Background: an optimization exercise with open tools, aiming at small area, a short achievable clock period and few clock cycles per item. Do not read the settings as production practice. At most, simulation tests tie the RTL to the original design; equivalence was not proved. For runs 2 and 3, only the layout was checked, not whether the RTL still works. No activity file was given, so power comes from the tool's default toggle rates.

==> flow/design.v <==
module can_fd_tx (
    input  wire        clk,
    input  wire        rst,
    input  wire        wr_en,
    input  wire [5:0]  wr_addr,
    input  wire [7:0]  wr_data,
    input  wire        start,
    input  wire [28:0] ident,
    input  wire        ide,
    input  wire        rtr,
    input  wire        fdf,
    input  wire        brs,
    input  wire        esi,
    input  wire [3:0]  dlc,
    output reg         busy,
    output wire        tx_valid,
    input  wire        tx_ready,
    output reg         tx_bit,
    output reg  [4:0]  tx_field,
    output reg         tx_stuff,
    output reg         tx_fast,
    output reg         tx_last
);
    localparam [4:0] F_SOF         = 5'h00;
    localparam [4:0] F_BASE_ID     = 5'h01;
    localparam [4:0] F_RTR_SRR     = 5'h02;
    localparam [4:0] F_IDE         = 5'h03;
    localparam [4:0] F_EXT_ID      = 5'h04;
    localparam [4:0] F_RTR2        = 5'h05;
    localparam [4:0] F_FDF         = 5'h06;
    localparam [4:0] F_RES         = 5'h07;
    localparam [4:0] F_BRS         = 5'h08;
    localparam [4:0] F_ESI         = 5'h09;
    localparam [4:0] F_DLC         = 5'h0A;
    localparam [4:0] F_DATA        = 5'h0B;
    localparam [4:0] F_STUFF_COUNT = 5'h0C;
    localparam [4:0] F_CRC         = 5'h0D;
    localparam [4:0] F_CRC_DELIM   = 5'h0E;
    localparam [4:0] F_ACK         = 5'h0F;
    localparam [4:0] F_ACK_DELIM   = 5'h10;
    localparam [4:0] F_EOF         = 5'h11;
    localparam HDR  = 0;    
    localparam DATA = 1;
    localparam CRC  = 2;    
    localparam FDC  = 3;    
    localparam TAIL = 4;    
    localparam [20:0] PM15 = 21'h4599 << 6;
    localparam [20:0] PM17 = 21'h1685B << 4;
    localparam [20:0] PM21 = 21'h102899;
    reg [511:0] buffer;     
    reg [7:0]   w_row;
    reg [7:0]   w_col;
    reg [7:0]   w_data;
    integer     k;
    always @(posedge clk) begin
        w_row  <= (wr_en && !busy) ? (8'd1 << wr_addr[5:3]) : 8'd0;
        w_col  <= 8'd1 << wr_addr[2:0];
        w_data <= wr_data;
        for (k = 0; k < 64; k = k + 1)
            if (w_row[k / 8] && w_col[k % 8])
                buffer[8 * k +: 8] <= w_data;
    end
    assign tx_valid = busy;
    reg [39:0] hsr;
    reg        h_ide;
    reg        h_fdf;
    reg        h_brs;      
    reg        h_wide;     
    wire accept = start && !busy;
    wire        rtr_s = rtr & ~fdf;
    wire [10:0] base  = ide ? ident[28:18] : ident[10:0];
    wire [7:0]  tl_b  = fdf ? {1'b1, 1'b0, brs, esi, dlc} : {1'b0, dlc, 3'b000};
    wire [7:0]  tl_e  = fdf ? {1'b1, 1'b0, brs, esi, dlc} : {2'b00, dlc, 2'b00};
    wire [39:0] hload = {base, ide | rtr_s, ide,
                         ide ? ident[17:10] : tl_b,
                         ident[9:0], rtr_s, tl_e};
    reg [5:0] lm1;
    reg       len0;        
    reg [5:0] lm1_in;
    always @* begin
        lm1_in = {2'b00, dlc} - 6'd1;
        if (fdf) begin
            case (dlc)
                4'd9:  lm1_in = 6'd11;
                4'd10: lm1_in = 6'd15;
                4'd11: lm1_in = 6'd19;
                4'd12: lm1_in = 6'd23;
                4'd13: lm1_in = 6'd31;
                4'd14: lm1_in = 6'd47;
                4'd15: lm1_in = 6'd63;
                default: ;
            endcase
        end else if (dlc[3])
            lm1_in = 6'd7;
    end
    reg [15:0] a_lm;        
    reg [3:0]  a_hi;        
    reg [7:0] p0, p1;
    reg       lastbyte;     
    reg [7:0] rd0, rd1;
    integer i;
    always @* begin
        rd0 = 8'd0;
        rd1 = 8'd0;
        for (i = 0; i < 32; i = i + 1) begin
            if (a_hi[i / 16] && a_lm[i % 16])
                rd0 = rd0 | buffer[8 * i +: 8];
            if (a_hi[2 + i / 16] && a_lm[i % 16])
                rd1 = rd1 | buffer[8 * (32 + i) +: 8];
        end
    end
    always @(posedge clk) begin
        p0 <= rd0;
        p1 <= rd1;
    end
    wire [7:0] nbyte = p0 | p1;
    wire [15:0] l_lm = 16'd1 << lm1[3:0];
    wire [3:0]  l_hi = 4'b0001 << lm1[5:4];
    wire at_last = |(a_lm & l_lm) && |(a_hi & l_hi);
    reg [4:0]  st;          
    reg        h_last;      
    reg [5:0]  cnt;         
    reg [2:0]  run;         
    reg        stuff_due;   
    reg [2:0]  stuff_cnt;   
    reg [20:0] crc;
    wire [2:0]  sc_gray = stuff_cnt ^ (stuff_cnt >> 1);
    wire [3:0]  sc_bits = {sc_gray, ^sc_gray};
    wire [20:0] pmask   = h_fdf ? (h_wide ? PM21 : PM17) : PM15;
    reg [4:0] h_fld;
    reg       h_end;
    reg       h_fast;
    always @* begin
        if (cnt <= 6'd10)      h_fld = F_BASE_ID;
        else if (cnt == 6'd11) h_fld = F_RTR_SRR;
        else if (cnt == 6'd12) h_fld = F_IDE;
        else if (h_ide) begin
            if (cnt <= 6'd30)      h_fld = F_EXT_ID;
            else if (cnt == 6'd31) h_fld = F_RTR2;
            else if (cnt == 6'd32) h_fld = F_FDF;
            else if (cnt == 6'd33) h_fld = F_RES;
            else if (cnt == 6'd34) h_fld = h_fdf ? F_BRS : F_DLC;
            else if (cnt == 6'd35) h_fld = h_fdf ? F_ESI : F_DLC;
            else                   h_fld = F_DLC;
        end else begin
            if (cnt == 6'd13)      h_fld = F_FDF;
            else if (cnt == 6'd14) h_fld = h_fdf ? F_RES : F_DLC;
            else if (cnt == 6'd15) h_fld = h_fdf ? F_BRS : F_DLC;
            else if (cnt == 6'd16) h_fld = h_fdf ? F_ESI : F_DLC;
            else                   h_fld = F_DLC;
        end
        h_end  = (cnt == (h_ide ? (h_fdf ? 6'd38 : 6'd36) : (h_fdf ? 6'd19 : 6'd16)));
        h_fast = h_brs && (cnt >= (h_ide ? 6'd35 : 6'd16));
    end
    wire fd_fsb  = (cnt[2:0] == 3'd0);
    wire fd_sc   = (cnt[5:3] == 3'd0);
    wire fd_end  = (cnt[2:0] == 3'd1) && (cnt[5:3] == (h_wide ? 3'd6 : 3'd5));
    wire d_end   = (cnt[2:0] == 3'd7);           
    wire c_end   = (cnt[3:0] == 4'd14);          
    wire t_last  = (cnt[3:0] == 4'd9);           
    wire from_hsr = st[HDR] || st[DATA] || (st[FDC] && fd_sc && !fd_fsb);
    wire from_crc = st[CRC] || (st[FDC] && !fd_sc && !fd_fsb);
    wire is_fsb   = st[FDC] && fd_fsb;
    wire g_lvl    = from_hsr ? hsr[39] : from_crc ? crc[20] : is_fsb ? ~tx_bit : 1'b1;
    wire dyn_last = (st[HDR] && h_last && len0) || (st[DATA] && d_end && lastbyte);
    wire g_dyn    = st[HDR] || st[DATA] || st[CRC];
    wire g_crc    = st[HDR] || st[DATA] || (st[FDC] && fd_sc && !fd_fsb);
    wire g_ld     = (st[HDR] && h_last && !len0) || (st[DATA] && d_end && !lastbyte);
    reg [4:0] g_fld;
    always @* begin
        g_fld = F_EOF;
        if (st[HDR])  g_fld = h_fld;
        if (st[DATA]) g_fld = F_DATA;
        if (st[CRC])  g_fld = F_CRC;
        if (st[FDC])  g_fld = (fd_sc || (cnt[5:3] == 3'd1 && fd_fsb)) ? F_STUFF_COUNT : F_CRC;
        if (st[TAIL])
            case (cnt[3:0])
                4'd0:    g_fld = F_CRC_DELIM;
                4'd1:    g_fld = F_ACK;
                4'd2:    g_fld = F_ACK_DELIM;
                default: g_fld = F_EOF;
            endcase
    end
    wire g_fast = (st[HDR] && h_fast) || ((st[DATA] || st[FDC]) && h_brs);
    wire load = busy && tx_ready && !tx_last;
    wire gen  = load && !stuff_due;
    wire        c_in   = stuff_due ? ~tx_bit : hsr[39];
    wire [20:0] crc_st = {crc[19:0], 1'b0} ^ ((c_in ^ crc[20]) ? pmask : 21'd0);
    wire [2:0] g_run = (g_lvl != tx_bit) ? 3'd1 : run + 3'd1;
    always @(posedge clk) begin
        if (rst) begin
            busy <= 1'b0;
        end else if (accept) begin
            busy <= 1'b1;
        end else if (busy && tx_ready && tx_last) begin
            busy <= 1'b0;
        end
    end
    always @(posedge clk) begin
        if (accept) begin
            hsr       <= hload;
            h_ide     <= ide;
            h_fdf     <= fdf;
            len0      <= fdf ? (dlc == 4'd0) : (rtr || dlc == 4'd0);
            h_last    <= 1'b0;
            h_brs     <= fdf & brs;
            h_wide    <= fdf & (dlc > 4'd10);
            lm1       <= lm1_in;
            tx_bit    <= 1'b0;
            tx_field  <= F_SOF;
            tx_stuff  <= 1'b0;
            tx_fast   <= 1'b0;
            tx_last   <= 1'b0;
            st        <= 5'b00001;
            cnt       <= 6'd0;
            a_lm      <= 16'd1;
            a_hi      <= 4'b0001;
            run       <= 3'd1;
            stuff_due <= 1'b0;
            stuff_cnt <= 3'd0;
            crc       <= fdf ? ((dlc > 4'd10) ? PM21 : PM17) : 21'd0;
        end else if (load) begin
            if (stuff_due) begin
                tx_bit    <= ~tx_bit;
                tx_stuff  <= 1'b1;
                tx_fast   <= g_fast;
                run       <= 3'd1;
                stuff_due <= 1'b0;
                stuff_cnt <= stuff_cnt + 3'd1;
                if (h_fdf)
                    crc <= crc_st;
            end else begin
                tx_bit    <= g_lvl;
                tx_field  <= g_fld;
                tx_stuff  <= is_fsb;
                tx_fast   <= g_fast;
                tx_last   <= st[TAIL] && t_last;
                run       <= g_run;
                stuff_due <= g_dyn && !(dyn_last && h_fdf) && (g_run == 3'd5);
                cnt <= cnt + 6'd1;
                if (st[HDR] && h_last) begin
                    cnt <= 6'd0;
                    st  <= !len0 ? 5'b00010 : h_fdf ? 5'b01000 : 5'b00100;
                end
                if (st[DATA] && d_end)
                    cnt <= 6'd0;
                if (st[DATA] && d_end && lastbyte) begin
                    st  <= h_fdf ? 5'b01000 : 5'b00100;
                end
                if (st[CRC] && c_end) begin
                    cnt <= 6'd0;
                    st  <= 5'b10000;
                end
                if (st[FDC] && cnt[2:0] == 3'd4)
                    cnt <= {cnt[5:3] + 3'd1, 3'b000};
                if (st[FDC] && fd_end) begin
                    cnt <= 6'd0;
                    st  <= 5'b10000;
                end
                h_last <= h_end;
                hsr <= {hsr[38:0], 1'b0};
                if (g_ld) begin
                    hsr[39:32] <= nbyte;
                    lastbyte   <= at_last;
                    a_lm       <= {a_lm[14:0], a_lm[15]};
                    if (a_lm[15])
                        a_hi <= {a_hi[2:0], a_hi[3]};
                end
                if (dyn_last && h_fdf)
                    hsr[38:35] <= sc_bits;
                if (g_crc)
                    crc <= crc_st;
                else if (!is_fsb)
                    crc <= {crc[19:0], 1'b0};
            end
        end
    end
endmodule
==> flow/run.sh <==
#!/bin/bash
# synth_recipe.tcl (not shown) runs the flow's synth.tcl, then flattens the netlist and writes it again
# the make line also repeats each setting of config.mk as NAME=value (left out here)
make -C /OpenROAD-flow-scripts/flow DESIGN_CONFIG=/design/flow/config.mk WORK_HOME=/design/flow/orfs CLKGATE_MAP_FILE= SYNTH_SCRIPT=/design/flow/synth_recipe.tcl finish
==> flow/config.mk <==
export PLATFORM = sky130hd
export DESIGN_NAME = can_fd_tx
export DESIGN_NICKNAME = can_fd_tx
export VERILOG_FILES = /design/flow/design.v
export SDC_FILE = /design/flow/constraint.sdc
export NUM_CORES = 4
export LEC_CHECK = 0
export ABC_CLOCK_PERIOD_IN_PS = 2000
export CAP_MARGIN = 20
export CORE_MARGIN = 2
export CORE_UTILIZATION = 40
export CTS_CLUSTER_DIAMETER = 150
export CTS_CLUSTER_SIZE = 22
export PLACE_DENSITY = 0.6
export SETUP_SLACK_MARGIN = 3.0
export SLEW_MARGIN = 20
==> flow/constraint.sdc <==
create_clock -name core_clock -period 5.0 [get_ports {clk}]
set_input_delay 1.0000 -clock core_clock [delete_from_list [all_inputs] [get_ports {clk}]]
set_output_delay 1.0000 -clock core_clock [all_outputs]
set_load 0.01 [all_outputs]
==> results of run 1 <==
logic make-up after synthesis:
group | count (synthesis) | share of synthesized area
AO/OA/AOI/OAI | 445 | 0.126
AND/OR/NAND/NOR | 435 | 0.0831
multiplexers | 33 | 0.0132
buffers and inverters | 136 | 0.0203
flip-flops | 674 | 0.739
XOR/XNOR | 25 | 0.00837
adder cells (fa/ha/maj) | 20 | 0.00956
cell type report:
type,count,area (um^2),share of cell area
Tap cell,855,1070,0.0352
Clock buffer,63,1020,0.0337
Timing Repair Buffer,189,1880,0.0619
Multi-Input combinational cell,959,6790,0.224
Timing Repair inverter,3,22.5,0.000742
Clock inverter,3,55.1,0.00181
Inverter,18,86.3,0.00284
Sequential cell,674,19400,0.640
Antenna cell,2,5.00,0.000165
how the worst max path moves through the flow:
stage / slack [ns] / startpoint / cells after the start / end
6_report: 2.75 / a_lm[7]$_SDFFE_PP0P_ / 6 / p1[6]$_DFF_P_
5_1_grt: 2.74 / a_lm[10]$_SDFFE_PP0P_ / 6 / p0[5]$_DFF_P_
4_1_cts: 2.76 / a_lm[7]$_SDFFE_PP0P_ / 6 / p1[6]$_DFF_P_
3_5_place_dp: 1.18 / tx_ready / 7 / a_lm[0]$_SDFFE_PP1P_
3_3_place_gp: 1.28 / tx_ready / 7 / a_lm[0]$_SDFFE_PP1P_
2_1_floorplan: 2.53 / tx_ready / 4 / hsr[0]$_SDFFCE_PN0P_
layer usage:
layer,part of all wire,global-route usage
met1,0.42,0.303
met2,0.47,0.340
met3,0.091,0.0425
met4,0.021,0.0503
met5,0.00016,0
worst min-delay path, delay by kind of cell (launching register included):
kind | cells | cell delay, ns
flip-flops | 1 | 0.33
AND/OR/NAND/NOR | 1 | 0.06
AO/OA/AOI/OAI | 1 | 0.07
through the flow:
stage | util | power, W | cells | setup slack, ns
floorplan | - | 0.00674 | 1768 | 2.53
finish | 0.470 | 0.0102 | 2766 | 2.75
CTS | 0.463 | 0.0102 | 2737 | 2.76
global route | 0.470 | 0.0105 | 2764 | 2.74
global placement | 0.433 | 0.00692 | 2615 | 1.28
detailed placement | 0.433 | 0.00694 | 2615 | 1.18
where the power goes:
part / total (W) / internal [W] / switching, W / leakage (nW)
clock: 0.00324 / 0.00143 / 0.00181 / 0.510
combinational: 0.000649 / 0.000296 / 0.000353 / 3.37
sequential: 0.00631 / 0.00623 / 0.0000816 / 6.07
total: 0.0102 / 0.00795 / 0.00224 / 9.94
synth_stat cells, drive strengths merged (8+ instances only):
library cell / instances
a31oi: 12
a222oi: 11
nand2b: 11
dfxtp: 89
a21oi: 38
a221oi: 61
nand4: 31
nor2: 83
xor2: 8
edfxtp: 585
nor2b: 11
and2: 73
mux2i: 29
clkbuf: 92
buf: 26
nor3b: 8
a22oi: 118
o211ai: 8
nand2: 120
nor3: 10
inv: 18
nand3: 58
xnor2: 17
a22o: 78
ha: 20
o21ai: 70
repair_timing:
action	CTS	global route
resized for setup	182	56
pin swaps	43	40
setup endpoints to repair	210	125
cloned	6	1
buffers inserted	50	26
flip-flops by register name, indices dropped and copies added (netlist names), 3 cells and up:
signal and count:
w_col 8, st 5, p1 8, w_row 8, a_hi 4, buffer 512, a_lm 16, p0 8
w_data 8, cnt 6, crc 21, lm1 6, run 3, tx_field 5, stuff_cnt 3, hsr 40
==> metrics.md, run 1 <==
| Metric | Value |
|---|---|
| Status | finished clean |
| Fin crit share | 0.450 |
| WS Path Type | flip-flop to flip-flop |
| Yosys warnings | 1 |
| Syn nets | 1845 |
| Iteration-0 DRC Markers | 2099 |
| GPL Wtd Cong | 0.800 |
| Final setup viols | 0 |
| Clk slew on worst S/H paths | 0.09 ns |
| Fin crit period | 2.25 ns |
| RSZ-0062 raised after global routing | true |
| Worst path bufs/invs | 1 |
| Die area | 67500 um^2 |
| Max-cap violations | 0 |
| Initial antenna violation count | 4 |
| Pwr dens | 336 nW/um^2 |
| Peak supply drop | 0.274 mV |
| #FFs+latches synth | 674 |
| Num ports | 68 |
| Critical-path top delay cell | a222oi_1 |
| Avg WL per Cell | 26.5 um |
| H-tree Lvls | 2 |
| Most common cell after layout, fill and taps aside | edfxtp_1 |
| Clock root cell | clkbuf_16 |
| Input/output buffers | 67 |
| Main synth FF type | edfxtp_1 |
| Vias/cell | 5.95 |
| Slew margin rel. | 0.505 |
| Synthesized area | 26200 um^2 |
| Total grt overflow | 0 |
| Leak Pwr | 9.94 nW |
| Worst path max stage delay | 0.62 ns |
| Synth unique cells | 66 |
| Async SR Flop Fraction | 0 |
| Setup slack, reg-to-reg | 2.75 ns |
| Worst path cell trace | buf_12, a222oi_1, and3_1, nand4_1, a222oi_1, nand2_1 |
| Setup_tns | 0 ns |
| CP arrival | 2.67 ns |
| Hold path endpoint | run[1]$_SDFFE_PP0P_ |
| Commonest non-fill, non-tap cells in the layout | 585 x edfxtp_1, 117 x a22oi_1, 116 x nand2_1, 92 x buf_4, 79 x nor2_1 |
| Crit end category | flip-flop |
| Dominant cells by area after synthesis | edfxtp_1 67%, dfxtp_1 6.8%, a22oi_1 3.4%, a22o_1 2.6%, a221oi_1 2.0% |
| Top cell type's share of synthesized area | 0.671 |
| Die X | 260 um |
| Dpl cell area | 28000 um^2 |
| Fin. max-slew vios | 0 |
| Least-Margin Pin Slew | 0.742 ns |
| Post-route cell area | 30400 um^2 |
| Syn Area/Cell | 14.8 um^2 |
| Largest net degree at the start of global routing | 82 |
| WP data required | 5.42 ns |
| Maximum achievable frequency | 0.444 GHz |
| TritonCTS buffer count | 36 |
| Layout cell share with drive strength beyond 1 | 0.159 |
| First-pass GRT wire length | 106000 um |
| Crit path launch type | flip-flop |
| Critical R2R Launch | a_lm[7]$_SDFFE_PP0P_ |
| Vias in the first global route | 15900 |
| Fillers | 5565 |
| Worst Reg-to-Reg Cells | 6 |
| Worst Hold Depth | 2 |
| Initial Util | 0.405 |
| Worst min-delay path startpoint | run[1]$_SDFFE_PP0P_ |
| Most used cell, CP | a222oi_1 |
| Mapped Cells | 1768 |
| TritonCTS clock tree | built |
| Cell accounting for the most synthesized area | edfxtp_1 |
| Post-CTS Hold Buffers | 0 |
| Drt total wl | 73300 um |
| Critical path fanouts, max | 3 |
| Final Hold Viols | 0 |
| DRC errors left | 0 |
| GRT Util Overall | 0.214 |
| Clock Latency Late Sink | 0.61 ns |
| Core ar. | 64600 um^2 |
| NumNets Final | 1958 |
| Number of core rows | 93 |
| Final Skew | 0.0292 ns |
| Hold Path Class | flip-flop to flip-flop |
| EDFF count, synth | 585 |
| FF-to-FF End | p1[6]$_DFF_P_ |
| Post-DRT Antenna Nets | 0 |
| Clock Sinks | 674 |
| Vias after detailed routing | 16500 |
| Sequential area share after synthesis | 0.739 |
| HPWL after DPL | 41800 um |
| Area delta synth->final | 16.0% |
| DIE HEIGHT | 260 um |
| WHS | 0.499 ns |
| TritonRoute pass-1 iters | 5 |
| Largest delay share family, worst path | compound AO/OA/AOI/OAI gates |
| CTS max path bufs | 3 |
Testbench counts, summed over its fixed seeds: cycles 52,801, bits 49,405.
==> run 2: changes to the inputs <==
--- a/flow/design.v
+++ b/flow/design.v
@@ -78,21 +78,28 @@
     reg       len0;        
     reg [5:0] lm1_in;
     always @* begin
-        lm1_in = {2'b00, dlc} - 6'd1;
-        if (fdf) begin
-            case (dlc)
-                4'd9:  lm1_in = 6'd11;
-                4'd10: lm1_in = 6'd15;
-                4'd11: lm1_in = 6'd19;
-                4'd12: lm1_in = 6'd23;
-                4'd13: lm1_in = 6'd31;
-                4'd14: lm1_in = 6'd47;
-                4'd15: lm1_in = 6'd63;
-                default: ;
-            endcase
-        end else if (dlc[3])
-            lm1_in = 6'd7;
-    end
+        case ({fdf, dlc})
+            5'h00, 5'h10: lm1_in = 6'd0;    
+            5'h09, 5'h0A, 5'h0B, 5'h0C,
+            5'h0D, 5'h0E, 5'h0F: lm1_in = 6'd7;
+            5'h19: lm1_in = 6'd11;
+            5'h1A: lm1_in = 6'd15;
+            5'h1B: lm1_in = 6'd19;
+            5'h1C: lm1_in = 6'd23;
+            5'h1D: lm1_in = 6'd31;
+            5'h1E: lm1_in = 6'd47;
+            5'h1F: lm1_in = 6'd63;
+            5'h01, 5'h11: lm1_in = 6'd0;
+            5'h02, 5'h12: lm1_in = 6'd1;
+            5'h03, 5'h13: lm1_in = 6'd2;
+            5'h04, 5'h14: lm1_in = 6'd3;
+            5'h05, 5'h15: lm1_in = 6'd4;
+            5'h06, 5'h16: lm1_in = 6'd5;
+            5'h07, 5'h17: lm1_in = 6'd6;
+            default: lm1_in = 6'd7;    
+        endcase
+    end
+    wire wide_in = fdf & dlc[3] & (dlc[2] | (dlc[1] & dlc[0]));    
     reg [15:0] a_lm;        
     reg [3:0]  a_hi;        
     reg [7:0] p0, p1;
@@ -204,7 +211,7 @@
             len0      <= fdf ? (dlc == 4'd0) : (rtr || dlc == 4'd0);
             h_last    <= 1'b0;
             h_brs     <= fdf & brs;
-            h_wide    <= fdf & (dlc > 4'd10);
+            h_wide    <= wide_in;
             lm1       <= lm1_in;
             tx_bit    <= 1'b0;
             tx_field  <= F_SOF;
@@ -218,7 +225,7 @@
             run       <= 3'd1;
             stuff_due <= 1'b0;
             stuff_cnt <= 3'd0;
-            crc       <= fdf ? ((dlc > 4'd10) ? PM21 : PM17) : 21'd0;
+            crc       <= fdf ? (wide_in ? PM21 : PM17) : 21'd0;
         end else if (load) begin
             if (stuff_due) begin
                 tx_bit    <= ~tx_bit;
==> flow/config.mk (replaced) <==
export PLATFORM = sky130hd
export DESIGN_NAME = can_fd_tx
export DESIGN_NICKNAME = can_fd_tx
export VERILOG_FILES = /design/flow/design.v
export SDC_FILE = /design/flow/constraint.sdc
export NUM_CORES = 4
export LEC_CHECK = 0
export ABC_CLOCK_PERIOD_IN_PS = 2200
export CAP_MARGIN = 20
export CORE_MARGIN = 2
export CORE_UTILIZATION = 40
export CTS_CLUSTER_DIAMETER = 150
export CTS_CLUSTER_SIZE = 22
export PLACE_DENSITY = 0.6
export SETUP_SLACK_MARGIN = 2.8
export SLEW_MARGIN = 20
==> metrics.md, run 2 <==
| Metric | Value |
|---|---|
| Clk slew on worst S/H paths | 0.09 ns (about the same) |
| Max-cap violations | 0 (unchanged) |
| Critical R2R Launch | a_lm[11]$_SDFFE_PP0P_ |
| Fin crit period | 2.18 ns (-0.0708 ns) |
| TritonCTS clock tree | built |
| Least-Margin Pin Slew | 0.756 ns (+0.0142 ns) |
| Critical-path top delay cell | o21ai_0 |
| WS Path Type | flip-flop to flip-flop |
| #FFs+latches synth | 674 (unchanged) |
| CTS max path bufs | 3 (unchanged) |
| Final setup viols | 0 (unchanged) |
| WP data required | 5.45 ns (+0.03 ns) |
| Final Hold Viols | 0 (unchanged) |
| Clock root cell | clkbuf_16 |
| Post-CTS Hold Buffers | 0 (unchanged) |
| Vias after detailed routing | 16100 (-2.0%) |
| RSZ-0062 raised after global routing | false |
| Critical path fanouts, max | 30 (+27) |
| Clock Latency Late Sink | 0.61 ns (about the same) |
| CP startpoint | a_lm[11]$_SDFFE_PP0P_ |
| Ant. Diodes | 0 (-2) |
| Pint | 0.00788 W (-0.88%) |
| Syn Area/Cell | 14.8 um^2 (about the same) |
| Worst path depth | 6 (unchanged) |
| Top flop regs | buffer: 512 flops, hsr: 40 flops, crc: 21 flops |
| Final cell count without fillers | 2717 (-1.8%) |
| Die area | 67300 um^2 (-0.28%) |
| Top-count cell post-synth | edfxtp_1 |
| Largest delay share family, worst path | compound AO/OA/AOI/OAI gates |
| Largest Register | buffer |
| Largest net degree at the start of global routing | 94 (+15%) |
| Layout cell share with drive strength beyond 1 | 0.113 (-0.0465) |
| Iteration-0 DRC Markers | 1839 (-12%) |
| Top post-synthesis cells by count | 585 x edfxtp_1, 188 x a22oi_1, 121 x nand2_1 |
| Post-layout util | 0.456 (-0.0137) |
| Dominant cells by area after synthesis | edfxtp_1 67%, dfxtp_1 6.8%, a22oi_1 5.4%, nand2_1 1.7%, and2_1 1.7% |
| EDFF count, synth | 585 (unchanged) |
| Number of core rows | 93 (unchanged) |
| DIE HEIGHT | 259 um (-0.14%) |
| Setup_tns | 0 ns (unchanged) |
| Post-DRT Antenna Nets | 0 (unchanged) |
| Sequential power share | 0.623 (+0.004) |
| Avg WL per Cell | 26.6 um (+0.32%) |
| Final Skew | 0.0244 ns (-0.00485 ns) |
| GPL Wtd Cong | 0.815 (+1.8%) |
| H-tree Lvls | 2 (unchanged) |
| Slew margin rel. | 0.495 (-0.00985) |
| Crit end category | flip-flop |
| GRT Util Overall | 0.212 (-0.00136) |
| Mapped Cells | 1762 (-0.34%) |
| Pwr dens | 344 nW/um^2 (+2.4%) |
| Vias in the first global route | 15700 (-1.3%) |
| Synth unique cells | 75 (+14%) |
| Status | finished clean |
| Crit path launch type | flip-flop |
| Clock share of power | 0.321 (+0.004) |
| Dpl cell area | 27700 um^2 (-0.78%) |
| Clock Sinks | 674 (unchanged) |
| TritonRoute pass-1 iters | 7 (+2) |
| Yosys warnings | 1 (unchanged) |
| Commonest non-fill, non-tap cells in the layout | 585 x edfxtp_1, 188 x a22oi_1, 117 x nand2_1, 71 x and2_1, 68 x o21ai_0 |
| Maximum achievable frequency | 0.459 GHz (+3.2%) |
| Worst path max stage delay | 0.48 ns (-0.14 ns) |
| Comb power frac | 0.055 (-0.009) |
| Peak supply drop | 0.281 mV (+2.6%) |
| HPWL after DPL | 42100 um (+0.74%) |
| Leak Pwr | 9.48 nW (-4.6%) |
| Core ar. | 64500 um^2 (-0.18%) |
| Worst path bufs/invs | 1 (unchanged) |
| Initial Util | 0.405 (-0.000452) |
| Worst Reg-to-Reg Cells | 6 (unchanged) |
| Drt total wl | 72300 um (-1.5%) |
| First-pass GRT wire length | 106000 um (-0.44%) |
| Area delta synth->final | 12.7% |
| Worst path cell trace | buf_4, a22o_1, a221oi_1, nand3_1, o21ai_0, nand2_1 |
| Sequential area share after synthesis | 0.741 (+0.00216) |
| Vias/cell | 5.94 (-0.22%) |
| Async SR Flop Fraction | 0 (unchanged) |
| Worst setup margin | 2.82 ns (+0.0708 ns) |
| Initial antenna violation count | 1 (-3) |
| Syn nets | 1836 (-0.49%) |
| Placed cells | 2609 (-0.23%) |
| Total grt overflow | 0 (unchanged) |
| FF-to-FF End | p1[4]$_DFF_P_ |
| Most common cell after layout, fill and taps aside | edfxtp_1 |
| CP arrival | 2.63 ns (-0.04 ns) |
| Main synth FF type | edfxtp_1 |
| Num ports | 68 (unchanged) |
| NumNets Final | 1908 (-2.6%) |
| Pre-CTS setup slack | 1.42 ns (+0.236 ns) |
| Cell accounting for the most synthesized area | edfxtp_1 |
| Setup slack, reg-to-reg | 2.82 ns (+0.07 ns) |
| Fin crit share | 0.436 (-0.0142) |
| DRC errors left | 0 (unchanged) |
| Input/output buffers | 67 (unchanged) |
| Critical Path End | p1[4]$_DFF_P_ |
| Die X | 259 um (-0.14%) |
| Max reg flops | 512 (unchanged) |
| Net switching power | 0.00223 W (-0.53%) |
| Fin. max-slew vios | 0 (unchanged) |
| Top cell type's share of synthesized area | 0.673 (+0.00196) |
| Synthesized area | 26100 um^2 (-0.29%) |
| Post-route cell area | 29400 um^2 (-3.1%) |
| Sw Share | 0.221 (+0.000590) |
| TritonCTS buffer count | 36 (unchanged) |
| Hold Path Class | flip-flop to flip-flop |
run 2: cell count changes after synthesis, sizes merged, moves of 5 or more:
| cell | previous run | this run |
|---|---|---|
| a22oi | 118 | 188 |
| a22o | 78 | 37 |
| a221oi | 61 | 30 |
| nor2 | 83 | 64 |
| xnor2 | 17 | 1 |
| or3 | 2 | 12 |
| nand3 | 58 | 66 |
| o211ai | 8 | 16 |
| a222oi | 11 | 4 |
| o21ai | 70 | 77 |
| nor2b | 11 | 5 |
| a31oi | 12 | 17 |
| clkbuf | 92 | 87 |
run 2: kinds of logic (layout without fill, tap and decap cells):
kind of cell	after synthesis	in the layout	share of synthesized area
flip-flops	674	674	0.741
AO/OA/AOI/OAI	451	454	0.125
AND/OR/NAND/NOR	436	436	0.0855
buffers and inverters	137	234	0.0205
multiplexers	38	38	0.0163
adder cells (fa/ha/maj)	17	17	0.00815
XOR/XNOR	9	9	0.00302
run 2: metrics by stage:
| stage | total power [W] | hold WS, ns |
|---|---|---|
| 2_1_floorplan | 0.00669 | 0.446 |
| 3_3_place_gp | 0.00688 | 0.457 |
| 3_5_place_dp | 0.00690 | 0.469 |
| 5_1_grt | 0.0104 | 0.507 |
| 4_1_cts | 0.0102 | 0.483 |
| 6_report | 0.0101 | 0.468 |
run 2: cell type report:
class	count	area [um^2]
fillers	5704	35000
flip-flops and latches	674	19400
multi-input cells	954	6460
repair buffers	143	1290
well taps	855	1070
clock buffers	63	1020
inverters	22	101
clock inverters	3	48.8
repair inverters	3	22.5
run 2: layer usage:
metal  part of all wire  GRT usage  up-vias
met5            0.00017          0        -
met1               0.43      0.302     8259
met2               0.47      0.345      719
met3              0.076     0.0300       77
met4              0.019     0.0516        2
li1                   -          -     7082
run 2: worst min-delay path by stage:
stage	startpoint	to	cells past startpoint
floorplan	run[1]$_SDFFE_PP0P_	run[1]$_SDFFE_PP0P_	1
global placement	run[1]$_SDFFE_PP0P_	run[1]$_SDFFE_PP0P_	1
detailed placement	tx_fast$_SDFFE_PP0P_	tx_fast$_SDFFE_PP0P_	2
CTS	tx_fast$_SDFFE_PP0P_	tx_fast$_SDFFE_PP0P_	2
global route	tx_fast$_SDFFE_PP0P_	tx_fast$_SDFFE_PP0P_	2
finish	tx_fast$_SDFFE_PP0P_	tx_fast$_SDFFE_PP0P_	2
run 2: power by group through the flow:
stage / registers (W) / clock network [W] / logic, W
CTS: 0.00631 / 0.00330 / 0.000544
detailed placement: 0.00644 / 0 / 0.000458
global route: 0.00632 / 0.00349 / 0.000611
global placement: 0.00644 / 0 / 0.000445
floorplan: 0.00643 / 0 / 0.000265
finish: 0.00631 / 0.00325 / 0.000559
run 2: tightest hold or removal path: stages, from the launching register on:
cell	delay, ns
dfxtp_1	0.32
nand3_1	0.06
o21ai_1	0.05
run 2: what timing repair did:
| item | 4_1_cts | 5_1_grt |
|---|---|---|
| resized for setup | 106 | 34 |
| endpoints found under the setup margin | 163 | 103 |
| pin swaps | 6 | 10 |
| setup buffers | 29 | 6 |
| gates cloned | 7 | 0 |
==> run 3: changes to the inputs <==
--- a/flow/design.v
+++ b/flow/design.v
@@ -204,7 +204,7 @@
         end
     end
     always @(posedge clk) begin
-        if (accept) begin
+        if (!busy) begin
             hsr       <= hload;
             h_ide     <= ide;
             h_fdf     <= fdf;
==> metrics.md, run 3 <==
| Metric | Value |
|---|---|
| Worst path bufs/invs | 1 (unchanged) |
| WP data required | 5.45 ns (about the same) |
| Die X | 260 um (+0.15%) |
| Max layer used | met4 |
| RSZ-0062 raised after global routing | true |
| Hold Path Class | flip-flop to flip-flop |
| Worst Hold Depth | 2 (unchanged) |
| Drt total wl | 70000 um (-3.2%) |
| GRT Util Overall | 0.203 (-0.00882) |
| Syn nets | 1787 (-2.7%) |
| Critical path fanouts, max | 16 (-47%) |
| Leak Pwr | 9.50 nW (+0.18%) |
| Worst setup margin | 2.77 ns (-0.0483 ns) |
| Most used cell, CP | a22o_1 |
| Final setup viols | 0 (unchanged) |
| Post-DRT Antenna Nets | 0 (unchanged) |
| Worst path max stage delay | 0.47 ns (about the same) |
| Total grt overflow | 0 (unchanged) |
| Pre-CTS setup slack | 1.19 ns (-0.235 ns) |
| CP arrival | 2.68 ns (+0.05 ns) |
| Fin. max-slew vios | 0 (unchanged) |
| Slew margin rel. | 0.506 (+0.0110) |
| First-pass GRT wire length | 102000 um (-3.9%) |
| Fillers | 5631 (-1.3%) |
| Top cell type's share of synthesized area | 0.671 (-0.00203) |
| GPL Wtd Cong | 0.839 (+3.0%) |
| Clk slew on worst S/H paths | 0.10 ns (about the same) |
| DRC errors left | 0 (unchanged) |
| Post-route cell area | 29400 um^2 (-0.19%) |
| FF-to-FF End | p1[3]$_DFF_P_ |
| Area delta synth->final | 12.2% |
| CTS max path bufs | 3 (unchanged) |
| Top post-synthesis cells by count | 585 x edfxtp_1, 146 x a22o_1, 132 x a221oi_1 |
| Yosys warnings | 1 (unchanged) |
| Iteration-0 DRC Markers | 1531 (-17%) |
| Num ports | 68 (unchanged) |
| WS Path Type | flip-flop to flip-flop |
| Main synth FF type | edfxtp_1 |
| Die area | 67500 um^2 (+0.30%) |
| #FFs+latches synth | 674 (unchanged) |
| Area of the multi-input gates | 6420 um^2 (-0.54%) |
| Layout cell share with drive strength beyond 1 | 0.110 (-0.00254) |
| Maximum achievable frequency | 0.449 GHz (-2.2%) |
| Met3 wire length | 5330 um (-3.4%) |
| Wire length on met1 | 30300 um (-2.6%) |
| Hold path endpoint | tx_field[3]$_SDFFE_PN0P_ |
| TritonCTS clock tree | built |
| H-tree Lvls | 2 (unchanged) |
| Peak supply drop | 0.237 mV (-16%) |
| Pwr dens | 340 nW/um^2 (-1.1%) |
| Initial Util | 0.405 (+0.000491) |
| Worst Reg-to-Reg Cells | 5 (-1) |
| Commonest non-fill, non-tap cells in the layout | 585 x edfxtp_1, 146 x a22o_1, 129 x a221oi_1, 109 x nand2_1, 71 x and2_1 |
| Setup slack, reg-to-reg | 2.77 ns (-0.05 ns) |
| Fin crit period | 2.23 ns (+0.0483 ns) |
| Number of core rows | 93 (unchanged) |
| Largest Register | buffer |
| Synth unique cells | 69 (-8.0%) |
| Max reg flops | 512 (unchanged) |
| Most common cell after layout, fill and taps aside | edfxtp_1 |
| WL met2 | 32900 um (-4.2%) |
| Crit path launch type | flip-flop |
| Avg WL per Cell | 26.4 um (-0.75%) |
| Clock Sinks | 674 (unchanged) |
| Status | finished clean |
| Cell accounting for the most synthesized area | edfxtp_1 |
| Vias after detailed routing | 15800 (-2.2%) |
| Input/output buffers | 67 (unchanged) |
| Fin crit share | 0.446 (+0.00966) |
| HPWL after DPL | 40000 um (-5.0%) |
| Largest net degree at the start of global routing | 65 (-31%) |
| Least-Margin Pin Slew | 0.741 ns (-0.0149 ns) |
| Top-count cell post-synth | edfxtp_1 |
| DIE HEIGHT | 260 um (+0.15%) |
| Clock Latency Late Sink | 0.59 ns (-0.02 ns) |
| Register area | 19400 um^2 (about the same) |
| Vias/cell | 5.96 (+0.27%) |
| Critical-path top delay cell | dfxtp_1 |
| Async SR Flop Fraction | 0 (unchanged) |
| Final Skew | 0.0256 ns (+0.00126 ns) |
| Max-cap violations | 0 (unchanged) |
| TritonRoute pass-1 iters | 5 (-2) |
| EDFF count, synth | 585 (unchanged) |
| Final Hold Viols | 0 (unchanged) |
| Syn Area/Cell | 15.3 um^2 (+3.2%) |
| Sequential area share after synthesis | 0.739 (-0.00223) |
| Clock root cell | clkbuf_16 |
| Dominant cells by area after synthesis | edfxtp_1 67%, dfxtp_1 6.8%, a22o_1 4.9%, a221oi_1 4.4%, and2_1 1.7% |
| Critical R2R Launch | a_lm[2]$_SDFFE_PN0P_ |
| Largest delay share family, worst path | compound AO/OA/AOI/OAI gates |
| NumNets Final | 1844 (-3.4%) |
| Worst path depth | 5 (-1) |
| Crit end category | flip-flop |
| Worst min-delay path startpoint | tx_field[3]$_SDFFE_PN0P_ |
| Core ar. | 64600 um^2 (+0.18%) |
| Synthesized area | 26200 um^2 (+0.30%) |
| Initial antenna violation count | 0 (-1) |
| TritonCTS buffer count | 36 (unchanged) |
| Top flop regs | buffer: 512 flops, hsr: 40 flops, crc: 21 flops |
| Vias in the first global route | 15300 (-2.7%) |
| Dpl cell area | 27700 um^2 (about the same) |
| Mapped Cells | 1713 (-2.8%) |
| Ant. Diodes | 0 (unchanged) |
| Worst path cell trace | buf_4, a22o_1, a221oi_1, nand4_1, a22o_1 |
| Setup_tns | 0 ns (unchanged) |
## run 3: changes by cell type after synthesis, sizes merged, moves of 8 or more
cell / change
nand3: -32
a22oi: -188
a21oi: +10
o21ai: -37
nand2: -10
mux2i: -15
nor2b: +8
a22o: +109
a221oi: +102
mux2: +12
## run 3: worst reg2reg max path, stage by stage (launching register included)
cell	delay, ns
dfxtp_1	0.47
buf_4	0.31
a22o_1	0.24
a221oi_1	0.43
nand4_1	0.32
a22o_1	0.33
## run 3: cell type report
type                       instances  area share
inverter                          28     0.00383
sequential                       674       0.660
tap                              855      0.0364
clock buffer                      61      0.0346
timing repair buffer             131      0.0430
timing repair inverter             4     0.00102
clock inverter                     3     0.00187
multi-input combinational        895       0.219
## run 3: per-stage QoR
step / hold WS [ns] / std cells / util / power [W]
after floorplan: 0.449 / 1713 / - / 0.00665
after global placement: 0.461 / 2552 / 0.430 / 0.00682
after detailed placement: 0.461 / 2552 / 0.430 / 0.00683
after CTS: 0.476 / 2635 / 0.452 / 0.0100
after global routing: 0.497 / 2651 / 0.455 / 0.0103
final: 0.471 / 2651 / 0.455 / 0.00999
## run 3: worst max-delay path by stage
stage,startpoint,to,slack (ns)
global placement,tx_ready,a_hi[0]$_SDFFE_PN1P_,1.28
detailed placement,tx_ready,a_hi[0]$_SDFFE_PN1P_,1.19
global route,cnt[1]$_SDFFE_PN0P_,crc[11]$_DFFE_PP_,2.76
floorplan,tx_ready,hsr[0]$_SDFFCE_PP0P_,2.41
CTS,busy$_SDFFE_PP0P_,cnt[1]$_SDFFE_PN0P_,2.59
finish,a_lm[2]$_SDFFE_PN0P_,p1[3]$_DFF_P_,2.77
## run 3: what timing repair did
| item | CTS | global route |
|---|---|---|
| endpoints found under the setup margin | 159 | 128 |
| pin swaps | 3 | 6 |
| hold buffers | 0 | 0 |
| gates cloned | 5 | 3 |
| setup buffers | 14 | 13 |
| gates resized for setup | 82 | 35 |
## run 3: kinds of logic (layout without fill, tap and decap cells)
group	after synthesis	count (layout)	synth area share
flip-flops	674	674	0.739
AO/OA/AOI/OAI	445	446	0.136
AND/OR/NAND/NOR	387	387	0.0759
buffers and inverters	145	227	0.0223
multiplexers	33	33	0.0139
adder cells (fa/ha/maj)	17	17	0.00813
XOR/XNOR	12	12	0.00430
## run 3: report_power, final
group | total (W) | internal (W) | switching [W]
clock | 0.00321 | 0.00142 | 0.00179
combinational | 0.000486 | 0.000199 | 0.000287
sequential | 0.00629 | 0.00622 | 0.0000761
## run 3: routing by layer
metal | GRT usage | vias to the layer above
met5 | 0 | -
met4 | 0.0457 | 0
met3 | 0.0265 | 99
met2 | 0.329 | 688
met1 | 0.293 | 8065
li1 | - | 6937
==> run 4: changes to the inputs <==
--- a/flow/design.v
+++ b/flow/design.v
@@ -53,7 +53,7 @@
     reg [7:0]   w_data;
     integer     k;
     always @(posedge clk) begin
-        w_row  <= (wr_en && !busy) ? (8'd1 << wr_addr[5:3]) : 8'd0;
+        w_row  <= (wr_en && idle) ? (8'd1 << wr_addr[5:3]) : 8'd0;
         w_col  <= 8'd1 << wr_addr[2:0];
         w_data <= wr_data;
         for (k = 0; k < 64; k = k + 1)
@@ -66,7 +66,8 @@
     reg        h_fdf;
     reg        h_brs;      
     reg        h_wide;     
-    wire accept = start && !busy;
+    reg  idle;
+    wire accept = start && idle;
     wire        rtr_s = rtr & ~fdf;
     wire [10:0] base  = ide ? ident[28:18] : ident[10:0];
     wire [7:0]  tl_b  = fdf ? {1'b1, 1'b0, brs, esi, dlc} : {1'b0, dlc, 3'b000};
@@ -189,7 +190,7 @@
             endcase
     end
     wire g_fast = (st[HDR] && h_fast) || ((st[DATA] || st[FDC]) && h_brs);
-    wire load = busy && tx_ready && !tx_last;
+    wire load = !idle && tx_ready && !tx_last;
     wire gen  = load && !stuff_due;
     wire        c_in   = stuff_due ? ~tx_bit : hsr[39];
     wire [20:0] crc_st = {crc[19:0], 1'b0} ^ ((c_in ^ crc[20]) ? pmask : 21'd0);
@@ -197,14 +198,17 @@
     always @(posedge clk) begin
         if (rst) begin
             busy <= 1'b0;
+            idle <= 1'b1;
         end else if (accept) begin
             busy <= 1'b1;
-        end else if (busy && tx_ready && tx_last) begin
+            idle <= 1'b0;
+        end else if (!idle && tx_ready && tx_last) begin
             busy <= 1'b0;
-        end
-    end
-    always @(posedge clk) begin
-        if (!busy) begin
+            idle <= 1'b1;
+        end
+    end
+    always @(posedge clk) begin
+        if (idle) begin
             hsr       <= hload;
             h_ide     <= ide;
             h_fdf     <= fdf;
==> metrics.md, run 4 <==
| Metric | Value |
|---|---|
| Fillers | 5643 (+0.21%) |
| Layout cell share with drive strength beyond 1 | 0.118 (+0.00817) |
| Ant. Diodes | 0 (unchanged) |
| Syn nets | 1817 (+1.7%) |
| Worst min-delay path startpoint | tx_field[4]$_SDFFE_PP0P_ |
| Critical path fanouts, max | 6 (-10) |
| Synth unique cells | 73 (+5.8%) |
| PnR Total Power | 0.00999 W (about the same) |
| Max-cap violations | 0 (unchanged) |
| Sequential area share after synthesis | 0.739 (about the same) |
| WHS | 0.493 ns (+0.0217 ns) |
| Crit end category | flip-flop |
| TritonCTS clock tree | built |
| Synthesized area | 26200 um^2 (+0.15%) |
| DIE HEIGHT | 260 um (about the same) |
| Leak Pwr | 9.51 nW (+0.13%) |
| Top post-synthesis cells by count | 585 x edfxtp_1, 149 x a22oi_1, 90 x dfxtp_1 |
| GPL Wtd Cong | 0.858 (+2.2%) |
| Cell accounting for the most synthesized area | edfxtp_1 |
| Final setup viols | 0 (unchanged) |
| Initial Util | 0.406 (+0.000601) |
| #FFs+latches synth | 675 (+0.15%) |
| Yosys warnings | 1 (unchanged) |
| Fin crit share | 0.432 (-0.0133) |
| CTS max path bufs | 3 (unchanged) |
| Crit path launch type | flip-flop |
| Mapped Cells | 1743 (+1.8%) |
| Vias in the first global route | 15500 (+1.3%) |
| Setup_tns | 0 ns (unchanged) |
| Clk slew on worst S/H paths | 0.09 ns (about the same) |
| Num ports | 68 (unchanged) |
| Maximum achievable frequency | 0.462 GHz (+3.1%) |
| HPWL after DPL | 41600 um (+4.1%) |
| Global-route layer with the greatest usage | met2 |
| CP startpoint | cnt[0]$_SDFFE_PP0P_ |
| Final Hold Viols | 0 (unchanged) |
| Least-Margin Pin Slew | 0.883 ns (+0.141 ns) |
| TritonRoute pass-1 iters | 5 (unchanged) |
| Critical R2R Launch | cnt[0]$_SDFFE_PP0P_ |
| Slew margin rel. | 0.411 (-0.0949) |
| Input/output buffers | 67 (unchanged) |
| Area delta synth->final | 12.3% |
| Dominant cells by area after synthesis | edfxtp_1 67%, dfxtp_1 6.9%, a22oi_1 4.3%, a22o_1 1.8%, and2_1 1.6% |
| Most common cell after layout, fill and taps aside | edfxtp_1 |
| Final Skew | 0.0226 ns (-0.00305 ns) |
| Post-DRT Antenna Nets | 0 (unchanged) |
| Main synth FF type | edfxtp_1 |
| Fin crit period | 2.16 ns (-0.0667 ns) |
| RSZ-0062 raised after global routing | true |
| Hold Path Class | flip-flop to flip-flop |
| WP data required | 5.35 ns (-0.10 ns) |
| TritonCTS buffer count | 36 (unchanged) |
| Clock Latency Late Sink | 0.61 ns (+0.02 ns) |
| Initial antenna violation count | 1 (+1) |
| DRC errors left | 0 (unchanged) |
| Die X | 260 um (about the same) |
| NumNets Final | 1887 (+2.3%) |
| Drt total wl | 71600 um (+2.3%) |
| Largest Register | buffer |
| Vias/cell | 5.92 (-0.60%) |
| Pre-CTS setup slack | 1.40 ns (+0.217 ns) |
| Clock root cell | clkbuf_16 |
| Largest net degree at the start of global routing | 65 (unchanged) |
| Total grt overflow | 0 (unchanged) |
| Worst path max stage delay | 0.43 ns (-0.04 ns) |
| Status | finished clean |
| Fin. max-slew vios | 0 (unchanged) |
| Core ar. | 64600 um^2 (unchanged) |
| EDFF count, synth | 585 (unchanged) |
| M1 GR Usage | 0.297 (+0.00386) |
| First-pass GRT wire length | 104000 um (+2.8%) |
| CP arrival | 2.51 ns (-0.17 ns) |
| Iteration-0 DRC Markers | 1943 (+27%) |
| Vias after detailed routing | 16000 (+1.1%) |
| Max reg flops | 512 (unchanged) |
| Die area | 67600 um^2 (+0.15%) |
| Peak supply drop | 0.333 mV (+40%) |
| H-tree Lvls | 2 (unchanged) |
| WS Path Type | flip-flop to flip-flop |
| GRT Util Overall | 0.210 (+0.00640) |
| Post-CTS Hold Buffers | 0 (unchanged) |
| Top cell type's share of synthesized area | 0.670 (-0.000993) |
| Critical-path top delay cell | o41a_4 |
| Syn Area/Cell | 15.0 um^2 (-1.6%) |
| Number of core rows | 93 (unchanged) |
| Async SR Flop Fraction | 0 (unchanged) |
| Met3 track demand over resource | 0.0383 (+0.0118) |
| Worst path cell trace | inv_4, ha_4, nor2b_4, o41a_4, o31a_4, buf_4, a211o_1 |
| Top flop regs | buffer: 512 flops, hsr: 40 flops, crc: 21 flops |
| Clock Sinks | 675 (+0.15%) |
| Avg WL per Cell | 26.6 um (+0.63%) |
| Worst setup margin | 2.84 ns (+0.0667 ns) |
| Commonest non-fill, non-tap cells in the layout | 585 x edfxtp_1, 149 x a22oi_1, 81 x nor2_1, 66 x buf_4, 65 x and2_1 |
| Pwr dens | 339 nW/um^2 (-0.27%) |
| Top-count cell post-synth | edfxtp_1 |
| GR Layer Usage met2 | 0.341 (+0.0117) |
## run 4: cell types whose count changed after synthesis, sizes merged, moves of 10 or more
cell,previous run,this run
a221oi,132,45
a222oi,0,11
a22o,146,55
a22oi,0,149
clkbuf,94,84
mux2i,16,31
nand2,111,60
nand3,34,57
nor2,58,83
o21ai,40,66
## run 4: metrics by stage
stage          cell area (um^2)  instances  utilization
2_1_floorplan             26300       1743            -
3_3_place_gp              27900       2591        0.431
3_5_place_dp              27900       2591        0.431
4_1_cts                   29300       2686        0.454
5_1_grt                   29400       2696        0.456
6_report                  29400       2696        0.456
## run 4: final timing paths
path / cells after the start / endpoint / slack [ns]
max reg2reg: 7 / crc[10]$_DFFE_PP_ / 2.84
max: 7 / crc[10]$_DFFE_PP_ / 2.84
min reg2reg: 1 / tx_field[4]$_SDFFE_PP0P_ / 0.49
min: 1 / tx_field[4]$_SDFFE_PP0P_ / 0.49
## run 4: cells by family after synthesis
group | share of synthesized area
DFF | 0.739
adders and majority gates | 0.00811
buffers and inverters | 0.0212
xor gates and xnor gates | 0.00535
and+or+nand+nor | 0.0764
muxes | 0.0209
AOI/OAI and AO/OA | 0.129
## run 4: area by class of cell
cell class              instances  area [um^2]  area share
repair buffers                139         1230      0.0417
clock inverters                 3         48.8     0.00166
inverters                      29          115     0.00391
clock buffers                  63         1020      0.0348
repair inverters                3         22.5    0.000765
well taps                     855         1070      0.0363
flip-flops and latches        675        19400       0.660
multi-input cells             929         6510       0.221
## run 4: what timing repair did
item	CTS	global route
pin swaps	4	5
buffers inserted	24	10
setup endpoints to repair	143	55
gates cloned	5	0
resized for setup	84	35
## run 4: worst max-delay path, delay by kind of cell (launching register included)
kind	cells	cell delay, ns
and+or+nand+nor	1	0.13
adders and majority gates	1	0.16
AOI/OAI and AO/OA	3	1.02
buffers and inverters	2	0.22
DFF	1	0.39
## run 4: routing by layer
metal  up-vias  routed length (um)
met5         -                   8
met4         2                1250
met3        81                6130
met2       723               34000
met1      8130               30300
li1       7024                   -
## run 4: power breakdown
| group | internal, W | switching, W |
|---|---|---|
| Clock | 0.00143 | 0.00181 |
| Sequential | 0.00622 | 0.0000913 |
| Combinational | 0.000183 | 0.000253 |
Testbench counts of run 4, summed over its fixed seeds: cycles 52,801, bits 49,405.
==> run 5: changes to the inputs <==
--- a/flow/config.mk
+++ b/flow/config.mk
@@ -11,6 +11,7 @@
 export CORE_UTILIZATION = 40
 export CTS_CLUSTER_DIAMETER = 150
 export CTS_CLUSTER_SIZE = 22
+export GPL_TIMING_DRIVEN = 0
 export PLACE_DENSITY = 0.6
 export SETUP_SLACK_MARGIN = 2.8
 export SLEW_MARGIN = 20
==> metrics.md, run 5 <==
| Metric | Value |
|---|---|
| DIE HEIGHT | 260 um (unchanged) |
| NumNets Final | 1966 (+4.2%) |
| Pwr dens | 336 nW/um^2 (-0.97%) |
| Critical R2R Launch | cnt[1]$_SDFFE_PP0P_ |
| Commonest non-fill, non-tap cells in the layout | 585 x edfxtp_1, 149 x a22oi_1, 81 x nor2_1, 72 x dfxtp_1, 65 x and2_1 |
| Clock Sinks | 675 (unchanged) |
| Least-Margin Pin Slew | 1.01 ns (+0.125 ns) |
| Fin crit share | 0.464 (+0.0310) |
| TritonCTS buffer count | 36 (unchanged) |
| Top-count cell post-synth | edfxtp_1 |
| Worst min-delay path startpoint | tx_fast$_SDFFE_PP0P_ |
| Setup_tns | 0 ns (unchanged) |
| Max-cap violations | 0 (unchanged) |
| CP arrival | 2.67 ns (+0.16 ns) |
| Die area | 67600 um^2 (unchanged) |
| Async SR Flop Fraction | 0 (unchanged) |
| DRC errors left | 0 (unchanged) |
| EDFF count, synth | 585 (unchanged) |
| Top flop regs | buffer: 512 flops, hsr: 40 flops, crc: 21 flops |
| FF-to-FF End | crc[13]$_DFFE_PP_ |
| Vias in the first global route | 15900 (+2.9%) |
| Worst Hold Depth | 2 (+1) |
| Wire length on met1 | 33100 um (+9.5%) |
| Leak Pwr | 9.83 nW (+3.4%) |
| Clock root cell | clkbuf_16 |
| Status | finished clean |
| Max layer used | met4 |
| WL met2 | 38500 um (+13%) |
| TritonCTS clock tree | built |
| WP data required | 5.36 ns (about the same) |
| Final setup viols | 0 (unchanged) |
| Dominant cells by area after synthesis | edfxtp_1 67%, dfxtp_1 6.9%, a22oi_1 4.3%, a22o_1 1.8%, and2_1 1.6% |
| Top cell type's share of synthesized area | 0.670 (unchanged) |
| Setup slack, reg-to-reg | 2.68 ns (-0.16 ns) |
| Drt total wl | 82400 um (+15%) |
| GPL Wtd Cong | 0.859 (+0.15%) |
| Synth unique cells | 73 (unchanged) |
| WHS | 0.479 ns (-0.0137 ns) |
| Input/output buffers | 66 (-1.5%) |
| Layout cell share with drive strength beyond 1 | 0.148 (+0.0300) |
| Worst setup margin | 2.68 ns (-0.155 ns) |
| Worst Reg-to-Reg Cells | 9 (+2) |
| Final Skew | 0.0340 ns (+0.0114 ns) |
| Final Hold Viols | 0 (unchanged) |
| Crit path launch type | flip-flop |
| Area delta synth->final | 14.6% |
| #FFs+latches synth | 675 (unchanged) |
| Hold path endpoint | tx_fast$_SDFFE_PP0P_ |
| Die X | 260 um (unchanged) |
| Core ar. | 64600 um^2 (unchanged) |
| Number of core rows | 93 (unchanged) |
| Avg WL per Cell | 29.7 um (+12%) |
| Fin. max-slew vios | 0 (unchanged) |
| Largest net degree at the start of global routing | 65 (unchanged) |
| Syn nets | 1817 (unchanged) |
| Num ports | 68 (unchanged) |
| Initial Util | 0.406 (unchanged) |
| Main synth FF type | edfxtp_1 |
| Clock Latency Late Sink | 0.60 ns (about the same) |
| Pre-CTS setup slack | 1.29 ns (-0.112 ns) |
| Mapped Cells | 1743 (unchanged) |
| Iteration-0 DRC Markers | 2431 (+25%) |
| RSZ-0062 raised after global routing | true |
| Critical-path top delay cell | dfxtp_4 |
| Met3 wire length | 7890 um (+29%) |
| Crit end category | flip-flop |
| Slew margin rel. | 0.328 (-0.0825) |
| Most common cell after layout, fill and taps aside | edfxtp_1 |
| H-tree Lvls | 2 (unchanged) |
| CTS max path bufs | 3 (unchanged) |
| Vias/cell | 6.02 (+1.6%) |
| Top post-synthesis cells by count | 585 x edfxtp_1, 149 x a22oi_1, 90 x dfxtp_1 |
| GRT Util Overall | 0.242 (+0.0319) |
| Critical path fanouts, max | 4 (-2) |
| Post-route cell area | 30000 um^2 (+2.1%) |
| Syn Area/Cell | 15.0 um^2 (unchanged) |
| WS Path Type | flip-flop to flip-flop |
| Hold Path Class | flip-flop to flip-flop |
| Worst path cell trace | inv_4, ha_4, buf_6, nor2b_4, o41a_4, o31a_1, buf_6, o21a_1, o31a_1 |
| Synthesized area | 26200 um^2 (unchanged) |
| Cell accounting for the most synthesized area | edfxtp_1 |
| Post-CTS Hold Buffers | 0 (unchanged) |
| Vias after detailed routing | 16700 (+4.6%) |
| Maximum achievable frequency | 0.431 GHz (-6.7%) |
| First-pass GRT wire length | 116000 um (+11%) |
| Fin crit period | 2.32 ns (+0.155 ns) |
| Max reg flops | 512 (unchanged) |
| Post-DRT Antenna Nets | 0 (unchanged) |
| Total grt overflow | 0 (unchanged) |
| Worst path max stage delay | 0.39 ns (-0.04 ns) |
| Yosys warnings | 1 (unchanged) |
| Dpl cell area | 28200 um^2 (+1.1%) |
| TritonRoute pass-1 iters | 6 (+1) |
| Clk slew on worst S/H paths | 0.11 ns (+0.02 ns) |
| Sequential area share after synthesis | 0.739 (unchanged) |
| HPWL after DPL | 52200 um (+26%) |
| Post-layout util | 0.465 (+0.00936) |
| Initial antenna violation count | 2 (+1) |
| Peak supply drop | 0.320 mV (-3.8%) |
| Largest Register | buffer |
## run 5: cell counts after synthesis
Identical to the previous run, type by type.
## run 5: through the flow
step | cells | total power [W]
after floorplan | 1743 | 0.00664
after global placement | 2664 | 0.00684
after detailed placement | 2669 | 0.00686
after CTS | 2766 | 0.0101
after global routing | 2775 | 0.0103
final | 2776 | 0.0101
## run 5: how the worst max path moves through the flow
stage,start,to,cells past startpoint
2_1_floorplan,tx_ready,hsr[0]$_SDFFCE_PN0P_,5
3_3_place_gp,a_lm[0]$_SDFFE_PP1P_,p1[1]$_DFF_P_,7
3_5_place_dp,tx_ready,hsr[10]$_DFFE_PP_,6
4_1_cts,cnt[1]$_SDFFE_PP0P_,crc[13]$_DFFE_PP_,9
5_1_grt,cnt[1]$_SDFFE_PP0P_,crc[16]$_SDFFCE_PP0P_,9
6_report,cnt[1]$_SDFFE_PP0P_,crc[13]$_DFFE_PP_,9
## run 5: logic make-up (layout without fill, tap and decap cells)
logic type / count (synthesis) / count (layout) / share of synthesized area
flops: 675 / 675 / 0.739
buf+inv: 141 / 317 / 0.0212
compound gates: 461 / 462 / 0.129
mux: 51 / 51 / 0.0209
fa+ha+maj: 17 / 17 / 0.00811
other cells: 0 / 1 / 0
simple gates: 382 / 382 / 0.0764
xor+xnor: 16 / 16 / 0.00535
## run 5: worst max-delay path: cells and delay by family, from the launching register on
| family | cells | cell delay, ns |
|---|---|---|
| buffers and inverters | 3 | 0.29 |
| adders and majority gates | 1 | 0.15 |
| DFF | 1 | 0.39 |
| AOI/OAI and AO/OA | 4 | 1.15 |
| and+or+nand+nor | 1 | 0.12 |
## run 5: cell type report
type,count,area (um^2)
antenna,1,2.50
buffer,112,709
clock buffer,62,1020
clock inverter,4,81.3
fill,5639,34500
inverter,29,125
multi-input combinational,928,6560
sequential,675,19400
tap,855,1070
timing repair buffer,107,1040
timing repair inverter,3,22.5
## run 5: per-layer routing
layer | global-route usage | up-vias
met5 | 0 | -
met4 | 0.0814 | 0
met3 | 0.0376 | 144
met2 | 0.391 | 938
met1 | 0.334 | 8430
li1 | - | 7190
## run 5: power by group
part	total, W	leakage, nW	internal [W]	switching, W
clock	0.00329	0.522	0.00147	0.00181
combinational	0.000485	3.21	0.000213	0.000271
sequential	0.00632	6.10	0.00622	0.0000993
## run 5: repair_timing
item,4_1_cts,5_1_grt
resized for setup,218,64
gates cloned,5,0
endpoints found under the setup margin,200,126
pin swaps,21,16
buffers inserted,26,9
==> run 6: changes to the inputs <==
--- a/flow/config.mk
+++ b/flow/config.mk
@@ -6,12 +6,11 @@
 export NUM_CORES = 4
 export LEC_CHECK = 0
 export ABC_CLOCK_PERIOD_IN_PS = 2200
-export CAP_MARGIN = 20
+export CAP_MARGIN = 5
 export CORE_MARGIN = 2
 export CORE_UTILIZATION = 40
 export CTS_CLUSTER_DIAMETER = 150
 export CTS_CLUSTER_SIZE = 22
-export GPL_TIMING_DRIVEN = 0
 export PLACE_DENSITY = 0.6
 export SETUP_SLACK_MARGIN = 2.8
-export SLEW_MARGIN = 20
+export SLEW_MARGIN = 5
==> metrics.md, run 6 <==
| Metric | Value |
|---|---|
| Status | finished clean |
| EDFF count, synth | 585 (unchanged) |
| Top post-synthesis cells by count | 585 x edfxtp_1, 149 x a22oi_1, 90 x dfxtp_1 |
| NumNets Final | 1887 (-4.0%) |
| Clock Latency Late Sink | 0.61 ns (about the same) |
| Hold Path Class | flip-flop to flip-flop |
| Crit path launch type | flip-flop |
| First-pass GRT wire length | 104000 um (-9.9%) |
| Most common cell after layout, fill and taps aside | edfxtp_1 |
| Largest net degree at the start of global routing | 65 (unchanged) |
| Num ports | 68 (unchanged) |
| Top flop regs | buffer: 512 flops, hsr: 40 flops, crc: 21 flops |
| Register area | 19400 um^2 (about the same) |
| Total grt overflow | 0 (unchanged) |
| WHS | 0.491 ns (+0.0122 ns) |
| Critical R2R Launch | cnt[0]$_SDFFE_PP0P_ |
| Largest Register | buffer |
| Pwr dens | 340 nW/um^2 (+1.1%) |
| Commonest non-fill, non-tap cells in the layout | 585 x edfxtp_1, 149 x a22oi_1, 81 x nor2_1, 66 x buf_4, 65 x and2_1 |
| Dpl cell area | 27900 um^2 (-1.1%) |
| Avg WL per Cell | 26.6 um (-10%) |
| Vias after detailed routing | 16000 (-4.4%) |
| TritonCTS buffer count | 36 (unchanged) |
| Top cell type's share of synthesized area | 0.670 (unchanged) |
| DRC errors left | 0 (unchanged) |
| TritonRoute pass-1 iters | 5 (-1) |
| Syn nets | 1817 (unchanged) |
| Post-CTS Hold Buffers | 0 (unchanged) |
| Slew margin rel. | 0.139 (-0.189) |
| TritonCTS clock tree | built |
| Critical path fanouts, max | 6 (+2) |
| RSZ-0062 raised after global routing | true |
| Leak Pwr | 9.51 nW (-3.3%) |
| Setup slack, reg-to-reg | 2.84 ns (+0.16 ns) |
| Worst min-delay path startpoint | tx_field[4]$_SDFFE_PP0P_ |
| #FFs+latches synth | 675 (unchanged) |
| Fin crit period | 2.16 ns (-0.158 ns) |
| Area delta synth->final | 12.3% |
| Crit end category | flip-flop |
| Clk slew on worst S/H paths | 0.09 ns (-0.02 ns) |
| Post-DRT Antenna Nets | 0 (unchanged) |
| Max-cap violations | 0 (unchanged) |
| Ant. Diodes | 0 (-1) |
| Final Hold Viols | 0 (unchanged) |
| Clock root cell | clkbuf_16 |
| Final Skew | 0.0207 ns (-0.0133 ns) |
| Main synth FF type | edfxtp_1 |
| WS Path Type | flip-flop to flip-flop |
| Fin crit share | 0.432 (-0.0315) |
| Max reg flops | 512 (unchanged) |
| Synthesized area | 26200 um^2 (unchanged) |
| Dominant cells by area after synthesis | edfxtp_1 67%, dfxtp_1 6.9%, a22oi_1 4.3%, a22o_1 1.8%, and2_1 1.6% |
| Input/output buffers | 67 (+1.5%) |
| Vias in the first global route | 15500 (-2.8%) |
| Syn Area/Cell | 15.0 um^2 (unchanged) |
| Number of core rows | 93 (unchanged) |
| HPWL after DPL | 41600 um (-20%) |
| Mapped Cells | 1743 (unchanged) |
| FF-to-FF End | crc[10]$_DFFE_PP_ |
| Core ar. | 64600 um^2 (unchanged) |
| Sequential area share after synthesis | 0.739 (unchanged) |
| Die area | 67600 um^2 (unchanged) |
| Initial antenna violation count | 1 (-1) |
| Clock Sinks | 675 (unchanged) |
| Final setup viols | 0 (unchanged) |
| Initial Util | 0.406 (unchanged) |
| DIE HEIGHT | 260 um (unchanged) |
| Maximum achievable frequency | 0.463 GHz (+7.3%) |
| WP data required | 5.35 ns (about the same) |
| Hold path endpoint | tx_field[4]$_SDFFE_PP0P_ |
| Drt total wl | 71600 um (-13%) |
| Synth unique cells | 73 (unchanged) |
| Cell accounting for the most synthesized area | edfxtp_1 |
| Least-Margin Pin Slew | 1.29 ns (+0.283 ns) |
| Post-route cell area | 29400 um^2 (-2.0%) |
| Die X | 260 um (unchanged) |
| Iteration-0 DRC Markers | 1987 (-18%) |
| Fin. max-slew vios | 0 (unchanged) |
| Peak supply drop | 0.334 mV (+4.1%) |
| GPL Wtd Cong | 0.858 (-0.15%) |
| Layout cell share with drive strength beyond 1 | 0.118 (-0.0300) |
| Yosys warnings | 1 (unchanged) |
| Top-count cell post-synth | edfxtp_1 |
| Worst Hold Depth | 1 (-1) |
| Async SR Flop Fraction | 0 (unchanged) |
| GRT Util Overall | 0.210 (-0.0319) |
| Area of the multi-input gates | 6510 um^2 (-0.82%) |
| H-tree Lvls | 2 (unchanged) |
| Worst Reg-to-Reg Cells | 7 (-2) |
| CP arrival | 2.51 ns (-0.16 ns) |
| Fillers | 5643 (+0.071%) |
| Setup_tns | 0 ns (unchanged) |
| Vias/cell | 5.92 (-1.6%) |
| CTS max path bufs | 3 (unchanged) |
==> run 6: stage by stage <==
| step | setup slack [ns] | util | total power [W] | std cells |
|---|---|---|---|---|
| CTS | 2.80 | 0.454 | 0.0100 | 2686 |
| global route | 2.80 | 0.456 | 0.0103 | 2696 |
| finish | 2.84 | 0.456 | 0.0100 | 2696 |
| floorplan | 2.45 | - | 0.00664 | 1743 |
| detailed placement | 1.40 | 0.431 | 0.00683 | 2591 |
| global placement | 1.46 | 0.431 | 0.00681 | 2591 |
==> run 6: how the worst max path moves through the flow <==
stage,startpoint,to,slack [ns],depth (start not counted)
after floorplan,tx_ready,hsr[0]$_SDFFCE_PN0P_,2.45,5
after global placement,tx_ready,hsr[8]$_DFFE_PP_,1.46,5
after detailed placement,tx_ready,hsr[7]$_DFFE_PP_,1.40,5
after CTS,tx_field[4]$_SDFFE_PP0P_,tx_field[4],2.80,1
after global routing,crc[20]$_DFFE_PP_,crc[15]$_DFFE_PP_,2.80,5
final,cnt[0]$_SDFFE_PP0P_,crc[10]$_DFFE_PP_,2.84,7
==> run 6: kinds of logic after synthesis <==
kind of cell | synth area share
multiplexers | 0.0209
AND/OR/NAND/NOR | 0.0764
buffers and inverters | 0.0212
XOR/XNOR | 0.00535
flip-flops | 0.739
adder cells (fa/ha/maj) | 0.00811
AO/OA/AOI/OAI | 0.129
==> run 6: cell type report <==
class                           instances  area share
Inverter                               29     0.00391
Tap cell                              855      0.0363
Timing Repair Buffer                  139      0.0417
Sequential cell                       675       0.660
Multi-Input combinational cell        929       0.221
Timing Repair inverter                  3    0.000765
Clock buffer                           63      0.0348
Clock inverter                          3     0.00166
==> run 6: per-layer routing <==
| metal | up-vias | part of all wire | wire (um) | track usage |
|---|---|---|---|---|
| met5 | - | 0.00011 | 8 | 0 |
| met4 | 2 | 0.018 | 1300 | 0.0390 |
| met3 | 83 | 0.083 | 5950 | 0.0383 |
| met2 | 738 | 0.47 | 33900 | 0.341 |
| met1 | 8123 | 0.42 | 30400 | 0.297 |
| li1 | 7020 | - | - | - |
==> run 6: worst max-delay path, cell delays in order (launching register included) <==
cell     delay, ns
dfxtp_4       0.39
inv_4         0.06
ha_4          0.16
nor2b_4       0.13
o41a_4        0.43
o31a_4        0.34
buf_4         0.16
a211o_1       0.25
==> run 6: repair_timing <==
| item | 4_1_cts | 5_1_grt |
|---|---|---|
| cloned | 5 | 0 |
| setup endpoints to repair | 143 | 55 |
| resized for setup | 84 | 35 |
| pin swaps | 4 | 5 |
| buffers inserted | 24 | 10 |
==> run 6: power by group <==
part	switching [W]	total, W	internal, W	leakage [nW]
clock	0.00182	0.00325	0.00143	0.511
combinational	0.000253	0.000436	0.000183	2.90
sequential	0.0000914	0.00631	0.00622	6.10
total	0.00216	0.0100	0.00784	9.51

Re-timed with assumed drivers on the ports (clkbuf_16 on the clock, buf_2 on other inputs), run 6 has 2.787 ns of setup slack against 2.840 ns with ideal ports, and 2.237 ns once port delays also move by the mid clock arrival of 0.658 ns.
